Source: an optimization exercise on an open RTL-to-GDS flow (aim: small area, a short achievable clock period and few clock cycles per item). Production flows keep margins and buffers that such runs may drop.
In this exercise RTL edits were held to simulation tests only and were not proved equivalent to the original.
No activity file was given, so power comes from the tool's default toggle rates.

== lane 1 ==
Design t4_block_enc, start of the top module:
module t4_block_enc (
    input  wire         clk,
    input  wire         rst,           
    input  wire         in_valid,
    output wire         in_ready,
    input  wire [63:0]  in_data,       
    input  wire         in_sat,        
    output wire         out_valid,
    input  wire         out_ready,
    output wire [15:0]  out_header,    
    output wire [127:0] out_codes,     
    output wire         out_flush,     
    output wire [5:0]   out_clipped    
);
clock: 14.0 ns
lec_check: 0
cap_margin: 60
core_margin: 2
core_utilization: 40
place_density: 0.6
slew_margin: 60
run.sh (not shown) runs the stock make flow with config.mk's settings and CLKGATE_MAP_FILE= SYNTH_SCRIPT=/design/flow/synth_recipe.tcl, a recipe that flattens the netlist after the stock synthesis.
Testbench counts of lane 1, summed over its fixed seeds: cycles 17,449, items 512.
#### Input delta (lane 2 over lane 1)
diff --git a/flow/design.v b/flow/design.v
--- a/flow/design.v
+++ b/flow/design.v
@@ -5,39 +5,20 @@
     output wire         in_ready,
     input  wire [63:0]  in_data,       
     input  wire         in_sat,        
     output wire         out_valid,
     input  wire         out_ready,
     output wire [15:0]  out_header,    
     output wire [127:0] out_codes,     
     output wire         out_flush,     
     output wire [5:0]   out_clipped    
 );
-    function [69:0] padd;
-        input [69:0] a;
-        input [69:0] b;
-        input        c;
-        reg   [69:0] g, pp;
-        integer      lv, bi;
-        begin
-            g = a & b;
-            pp = a ^ b;
-            g[0] = g[0] | (pp[0] & c);
-            for (lv = 0; lv < 7; lv = lv + 1)
-                for (bi = 69; bi >= 0; bi = bi - 1)
-                    if (bi[lv]) begin
-                        g[bi]  = g[bi]  | (pp[bi] & g[((bi >> lv) << lv) - 1]);
-                        pp[bi] = pp[bi] & pp[((bi >> lv) << lv) - 1];
-                    end
-            padd = (a ^ b) ^ {g[68:0], c};
-        end
-    endfunction
     function [5:0] ceils;
         input [4:0] m;
         input       st;
         input [2:0] sh;
         begin
             if (sh >= 3'd5) ceils = {5'd0, (|m) | st};
             else ceils = {1'b0, m >> sh} + {5'd0, st | (|(m & ~(5'h1f << sh)))};
         end
     endfunction
     function [6:0] magf;
@@ -103,31 +84,43 @@
     wire [2:0]  dstep_n = rst ? 3'd0 :
                           (dstep != 3'd0) ? ((dstep == 3'd7) ? 3'd0 : dstep + 3'd1) :
                           (v0 & l0 & bg0) ? 3'd1 : 3'd0;
     reg         s_d1, s_d2, s_dn;
     always @(posedge clk) begin
         s_d1  <= (dstep_n == 3'd1);
         s_d2  <= (dstep_n == 3'd2);
         s_dn  <= (dstep_n >= 3'd3);
     end
     wire [69:0] Vx  = {{4{V[65]}}, V};
+    wire [69:0] opA = L;
     reg         s_sg;
     wire [69:0] v8s = {Vx[66:0], 3'd0};                      
-    wire [69:0] dsv  = padd(L, ~Vx, 1'b1);                  
-    wire [69:0] dsp  = padd(L, ~v8s, 1'b1);                 
-    wire [69:0] dsm  = padd(L, v8s, 1'b0);                  
-    wire [69:0] dsum = s_sg ? dsp : dsm;
-    wire [69:0] d15  = padd(L, ~{L[65:0], 4'd0}, 1'b1);
+    wire [69:0] opB = s_d1 ? ~Vx : (s_d2 ? ~{L[65:0], 4'd0} : (s_sg ? ~v8s : v8s));
+    wire        cin = s_d1 | s_d2 | s_sg;
+    reg  [69:0] pg_g, pg_p, dsum;
+    integer     lv, bi;
+    always @* begin
+        pg_g = opA & opB;
+        pg_p = opA ^ opB;
+        pg_g[0] = pg_g[0] | (pg_p[0] & cin);
+        for (lv = 0; lv < 7; lv = lv + 1)
+            for (bi = 69; bi >= 0; bi = bi - 1)
+                if (bi[lv]) begin
+                    pg_g[bi] = pg_g[bi] | (pg_p[bi] & pg_g[((bi >> lv) << lv) - 1]);
+                    pg_p[bi] = pg_p[bi] & pg_p[((bi >> lv) << lv) - 1];
+                end
+        dsum = (opA ^ opB) ^ {pg_g[68:0], cin};
+    end
     always @(posedge clk) begin
         dstep <= dstep_n;
-        if (s_d1) V <= dsv[65:0];
-        if (s_d2) L <= d15;
+        if (s_d1) V <= dsum[65:0];
+        if (s_d2) L <= dsum;
         if (s_dn) begin
             L  <= {dsum[68:0], 1'b0};
             dq <= {dq[3:0], ~dsum[69]};
         end
         s_sg <= s_dn & dsum[69];
         if (v0 && dstep == 3'd0) begin
             if (f0) begin
                 V <= neg0 ? 66'd0 : {3'b000, x0[62:0]};
                 L <= neg0 ? {{6{1'b1}}, x0} : 70'd0;
             end else begin
### Flow results
Summary of lane 2 over lane 1: maximum number of pins on one net before global-route repair higher; total power lower; part of the power in the clock network higher. The simple logic cell fraction of the synthesized area of lane 2 falls short of that of lane 1 by 1.8 points. Portion of total power attributed to sequential cells is lower on lane 1. Critical path's largest stage delay: lane 1 and lane 2 compared, lower one is lane 2. Changes observed in lane 2 relative to lane 1: wire length the detailed router placed on met1 shrank by about 17%, non-clock buffer area fraction after layout moved up, total number of multi-input combinational cells decreased by 874 relative to the old numbers. Lane 2 vs. lane 1: netlist area before placement moved down; final standard cell area without fillers shrank by 11%; total area of multi-input combinational cells now smaller; growth of design area from synthesis to finish now larger.
Testbench counts of lane 2, summed over its fixed seeds: cycles 17,449, items 512.

Another version of the RTL of t4_block_enc (not shown whole).
Size in the first run: about 1000 flip-flops, ~220 I/O pins, roughly 0.053 mm2 of cells after synthesis.
clock: 14.0 ns
lec_check: 0
cap_margin: 60
core_margin: 2
core_utilization: 40
place_density: 0.6
slew_margin: 60
Testbench counts at the start, summed over its fixed seeds: cycles 17,448, items 512.
Edit:
--- a/flow/design.v
+++ b/flow/design.v
@@ -134,14 +134,16 @@
         s_d1  <= (dstep_n == 3'd1);
         s_d2  <= (dstep_n == 3'd2);
         s_dn  <= (dstep_n >= 3'd3);
     end
     wire [69:0] Vx  = {{4{V[65]}}, V};
     wire [69:0] opA = L;
-    wire [69:0] opB = s_d1 ? ~Vx : (s_d2 ? ~{L[65:0], 4'd0} : {Vx[66:0], 3'd0});
-    wire        cin = ~s_dn;
+    reg         s_sg;
+    wire [69:0] v8s = {Vx[66:0], 3'd0};                      
+    wire [69:0] opB = s_d1 ? ~Vx : (s_d2 ? ~{L[65:0], 4'd0} : (s_sg ? ~v8s : v8s));
+    wire        cin = s_d1 | s_d2 | s_sg;
     reg  [69:0] pg_g, pg_p, dsum;
     integer     lv, bi;
     always @* begin
         pg_g = opA & opB;
         pg_p = opA ^ opB;
         pg_g[0] = pg_g[0] | (pg_p[0] & cin);
@@ -155,16 +157,16 @@
     end
     always @(posedge clk) begin
         dstep <= dstep_n;
         if (s_d1) V <= dsum[65:0];
         if (s_d2) L <= dsum;
         if (s_dn) begin
-            if (!dsum[69]) L <= {dsum[68:0], 1'b0};
-            else           L <= {L[68:0], 1'b0};
+            L  <= {dsum[68:0], 1'b0};
             dq <= {dq[3:0], ~dsum[69]};
         end
+        s_sg <= s_dn & dsum[69];
         if (v0 && dstep == 3'd0) begin
             if (f0) begin
                 V <= neg0 ? 66'd0 : {3'b000, x0[62:0]};
                 L <= neg0 ? {{6{1'b1}}, x0} : 70'd0;
             end else begin
                 if (gtV) V <= {3'b000, x0[62:0]};
Cell count came out higher by a few percent.
Clock skew came out lower by 0.029 ns.
Total power came out lower slightly.
Die area came out higher slightly.
Synthesized area came out higher slightly.
Global-route usage came out higher by 0.95 points.
Via count came out higher by a few percent.
Worst hold slack gets better by 0.035 ns.
Combinational power came out lower by a few percent.
Sequential share of layout area came out lower by 0.64 points.
Design area came out higher slightly.
Core utilization stays flat.
Clock power came out higher slightly.
Testbench counts after the change, summed over its fixed seeds: cycles 17,448, items 512.

==> separate check: timing with driven ports <==
No port has a modelled driver above. Below, the same layouts with a new extraction and two added sets of constraints.
Step 1 assumes that a clkbuf_16 drives the clock port and a buf_2 every other input.
Step 2 also shifts input and output timing later by t, the mid clock arrival at the registers, as if the neighbouring blocks saw the same clock.
Slacks: ideal ports / drivers / drivers and shift; pairs: ideal ports / drivers.
run | t, ns | slack for setup (ns) | worst hold slack (ns) | pins driven straight from the clock port
lane 1 | 0.819 | 9.234 / 9.212 / 9.213 | 0.306 / 0.306 / 0.306 | 1
lane 2 | 0.815 | 8.666 / 8.666 / 8.666 | 0.224 / 0.224 / 0.224 | 1
the first run of note 2 | 0.784 | 8.028 / 8.028 / 8.028 | 0.265 / 0.265 / 0.265 | 1
the second run of note 2 | 0.802 | 7.906 / 7.906 / 7.906 | 0.300 / 0.300 / 0.300 | 1
After both steps every run listed still meets setup and hold. For lane 1, which loses most, drivers alone change the setup slack by -0.022 ns; drivers and shift together by -0.021 ns.
